Source: an optimization exercise on an open RTL-to-GDS flow (aim: small area, a short achievable clock period and few clock cycles per item). Production flows keep margins and buffers that such runs may drop.
In this exercise RTL edits were held to simulation tests only and were not proved equivalent to the original.

## sha384_core
module sha384_core (
    input  wire         clk,
    input  wire         rst,
    input  wire         in_valid,
    output wire         in_ready,
    input  wire [63:0]  in_data,      
    input  wire         in_first,     
    input  wire         in_last,      
    output reg          out_valid,
    output wire [383:0] digest        
);
Settings: LEC_CHECK=0, CAP_MARGIN=20, CORE_MARGIN=2, CORE_UTILIZATION=40, SLEW_MARGIN=20, SYNTH_MEMORY_MAX_BITS=16384; clock period 13.0 ns.
run.sh (not shown) runs the stock make flow with config.mk's settings and CLKGATE_MAP_FILE= SYNTH_SCRIPT=/design/flow/synth_recipe.tcl, a recipe that flattens the netlist after the stock synthesis.
The baseline completed without violations.
Testbench counts at the start, summed over its fixed seeds: cycles 25,500, blocks 300.
==> next run, changes <==
==> flow/flow/run.sh (new file) <==
#!/bin/bash
set -euo pipefail
bash standard.sh SETUP_SLACK_MARGIN=7 finish > orfs_make.log 2>&1
==> flow/standard.sh (new file) <==
#!/bin/bash
# synth_recipe.tcl (not shown) runs the flow's synth.tcl, then flattens the netlist and writes it again
# the make line also repeats each setting of config.mk as NAME=value (left out here)
make -C /OpenROAD-flow-scripts/flow DESIGN_CONFIG=/design/flow/config.mk WORK_HOME=/design/flow/orfs CLKGATE_MAP_FILE= SYNTH_SCRIPT=/design/flow/synth_recipe.tcl "${@:-finish}"
- CTS_CLUSTER_DIAMETER: not set -> 100
- CTS_CLUSTER_SIZE: not set -> 20
removed: flow/run.sh
The changed run finished clean.
Die area stays the same.
Area after synthesis is unchanged.
Cell area decreases by about 3.6%.
Routed wire length drops by about 0.7%.
Clock skew shrinks by 52 ps.

---

Setup of v54:
Another version of the RTL of sha384_core (not shown whole).
Size in the first run: about 8,000 cells after synthesis, about 89,000 um2 of cells after synthesis.
// sha384_core
module sha384_core (
    input  wire         clk,
    input  wire         rst,
    input  wire         in_valid,
    output wire         in_ready,
    input  wire [63:0]  in_data,      
    input  wire         in_first,     
    input  wire         in_last,      
    output reg          out_valid,
    output wire [383:0] digest        
);
    localparam [63:0] IV0 = 64'hcbbb9d5dc1059ed8, IV1 = 64'h629a292a367cd507, IV2 = 64'h9159015a3070dd17, IV3 = 64'h152fecd8f70e5939,
                      IV4 = 64'h67332667ffc00b31, IV5 = 64'h8eb44a8768581511, IV6 = 64'hdb0c2e0d64f98fa7, IV7 = 64'h47b5481dbefa4fa4;
    localparam [64*80-1:0] KTAB = {
        64'h6c44198c4a475817, 64'h5fcb6fab3ad6faec, 64'h597f299cfc657e2a, 64'h4cc5d4becb3e42b6,
        64'h431d67c49c100d4c, 64'h3c9ebe0a15c9bebc, 64'h32caab7b40c72493, 64'h28db77f523047d84,
        64'h1b710b35131c471b, 64'h113f9804bef90dae, 64'h0a637dc5a2c898a6, 64'h06f067aa72176fba,
        64'hf57d4f7fee6ed178, 64'heada7dd6cde0eb1e, 64'hd186b8c721c0c207, 64'hca273eceea26619c,
        64'hc67178f2e372532b, 64'hbef9a3f7b2c67915, 64'ha4506cebde82bde9, 64'h90befffa23631e28,
        64'h8cc702081a6439ec, 64'h84c87814a1f0ab72, 64'h78a5636f43172f60, 64'h748f82ee5defb2fc,
        64'h682e6ff3d6b2b8a3, 64'h5b9cca4f7763e373, 64'h4ed8aa4ae3418acb, 64'h391c0cb3c5c95a63,
        64'h34b0bcb5e19b48a8, 64'h2748774cdf8eeb99, 64'h1e376c085141ab53, 64'h19a4c116b8d2d0c8,
        64'h106aa07032bbd1b8, 64'hf40e35855771202a, 64'hd69906245565a910, 64'hd192e819d6ef5218,
        64'hc76c51a30654be30, 64'hc24b8b70d0f89791, 64'ha81a664bbc423001, 64'ha2bfe8a14cf10364,
        64'h92722c851482353b, 64'h81c2c92e47edaee6, 64'h766a0abb3c77b2a8, 64'h650a73548baf63de,
        64'h53380d139d95b3df, 64'h4d2c6dfc5ac42aed, 64'h2e1b21385c26c926, 64'h27b70a8546d22ffc,
        64'h142929670a0e6e70, 64'h06ca6351e003826f, 64'hd5a79147930aa725, 64'hc6e00bf33da88fc2,
  ...
clock: 13.0 ns
lec_check: 0
cap_margin: 20
core_margin: 2
core_utilization: 50
cts_cluster_diameter: 100
cts_cluster_size: 20
slew_margin: 20
synth_memory_max_bits: 16384
standard.sh (not shown) runs the stock make flow with config.mk's settings and CLKGATE_MAP_FILE= SYNTH_SCRIPT=/design/flow/synth_recipe.tcl, a recipe that flattens the netlist after the stock synthesis.
==> flow/flow/run.sh <==
#!/bin/bash
set -euo pipefail
bash standard.sh SETUP_SLACK_MARGIN=8.5 finish > orfs_make.log 2>&1
Testbench counts of v54, summed over its fixed seeds: cycles 25,500, blocks 300.
What v8 does differently from v54 at the input level:
# v54
export LEC_CHECK = 0
export CAP_MARGIN = 20
export CORE_MARGIN = 2
export CORE_UTILIZATION = 50
export CTS_CLUSTER_DIAMETER = 100
export CTS_CLUSTER_SIZE = 20
export SLEW_MARGIN = 20
export SYNTH_MEMORY_MAX_BITS = 16384
create_clock -name core_clock -period 13.0 [get_ports {clk}]
# v8
export LEC_CHECK = 0
export CAP_MARGIN = 20
export CORE_MARGIN = 2
export CORE_UTILIZATION = 40
export CTS_CLUSTER_DIAMETER = 100
export CTS_CLUSTER_SIZE = 20
export SLEW_MARGIN = 20
export SYNTH_MEMORY_MAX_BITS = 16384
create_clock -name core_clock -period 13.0 [get_ports {clk}]
Findings:
Cell row count went up by more than 10% going from v54 to v8.
The clock skew in v8 was higher than what v54 gave.
v54 -> v8: critical path depth delta 0, exact match
fa_1 as the cell type of the slowest stage on the worst timing path was reported by v8, and fa_2 by v54.
As of v8, post-cts resize count had risen by more than 10% compared to v54.
Summary of v8 over v54: overall routing resource usage lost 7.2 points; die extent in x shows an increase of 12%.
Modified inputs, v17 compared to v8
# v8
export LEC_CHECK = 0
export CAP_MARGIN = 20
export CORE_MARGIN = 2
export CORE_UTILIZATION = 40
export CTS_CLUSTER_DIAMETER = 100
export CTS_CLUSTER_SIZE = 20
export SLEW_MARGIN = 20
export SYNTH_MEMORY_MAX_BITS = 16384
create_clock -name core_clock -period 13.0 [get_ports {clk}]
# v17
export LEC_CHECK = 0
export CAP_MARGIN = 20
export CORE_MARGIN = 2
export CORE_UTILIZATION = 40
export CTS_CLUSTER_DIAMETER = 100
export CTS_CLUSTER_SIZE = 20
export SLEW_MARGIN = 20
export SYNTH_HIERARCHICAL = 1
export SYNTH_MEMORY_MAX_BITS = 16384
create_clock -name core_clock -period 13.0 [get_ports {clk}]
==> comparison <==
~same area fraction of clock buffers and clock inverters in v8 and v17
The endpoint of the worst setup timing path comes out xs[36] in one run and xs[19] in the other, namely in v17 and v8 respectively.
Compared with v8, v17 shows setup slack higher by 41 ps.
v17 against v8; number of different library cells in the post-synthesis netlist is down by more than 10%.
Delta (v17 minus v8): starting utilization of the core area flat, last weighted congestion value of the routability-driven placer up about 4%, final period utilization down 0.32 points.
v17 ends up with lower area of all placed cells without fillers than v8 does.

## afterwards: timing with drivers on the ports
How much do the figures lean on ideal ports? The routed layouts below were timed once more, with nothing changed but the port constraints.
Step 1, drivers: a clkbuf_16 drives clk and a buf_2 each remaining input, both assumed.
Step 2 also shifts input and output timing later by t, the mid clock arrival at the registers, as if the neighbouring blocks saw the same clock.
a / b / c = ideal ports / drivers / drivers and shift; a / b = the first two.
run	shift t [ns]	slack for setup (ns)	worst hold slack (ns)
the first run of note 1	0.953	5.881 / 5.881 / 5.881	0.241 / 0.241 / 0.241
the second run of note 1	0.909	6.947 / 6.947 / 6.947	0.303 / 0.303 / 0.303
v54	0.921	8.182 / 8.182 / 8.017	0.287 / 0.287 / 0.287
v8	0.897	8.284 / 8.284 / 7.866	0.307 / 0.307 / 0.307
v17	0.910	8.325 / 8.325 / 7.790	0.300 / 0.300 / 0.300
After both steps every run listed still meets setup and hold. The setup slack of v17, which loses most, moves by 0.000 ns with the drivers and by -0.535 ns with both steps.
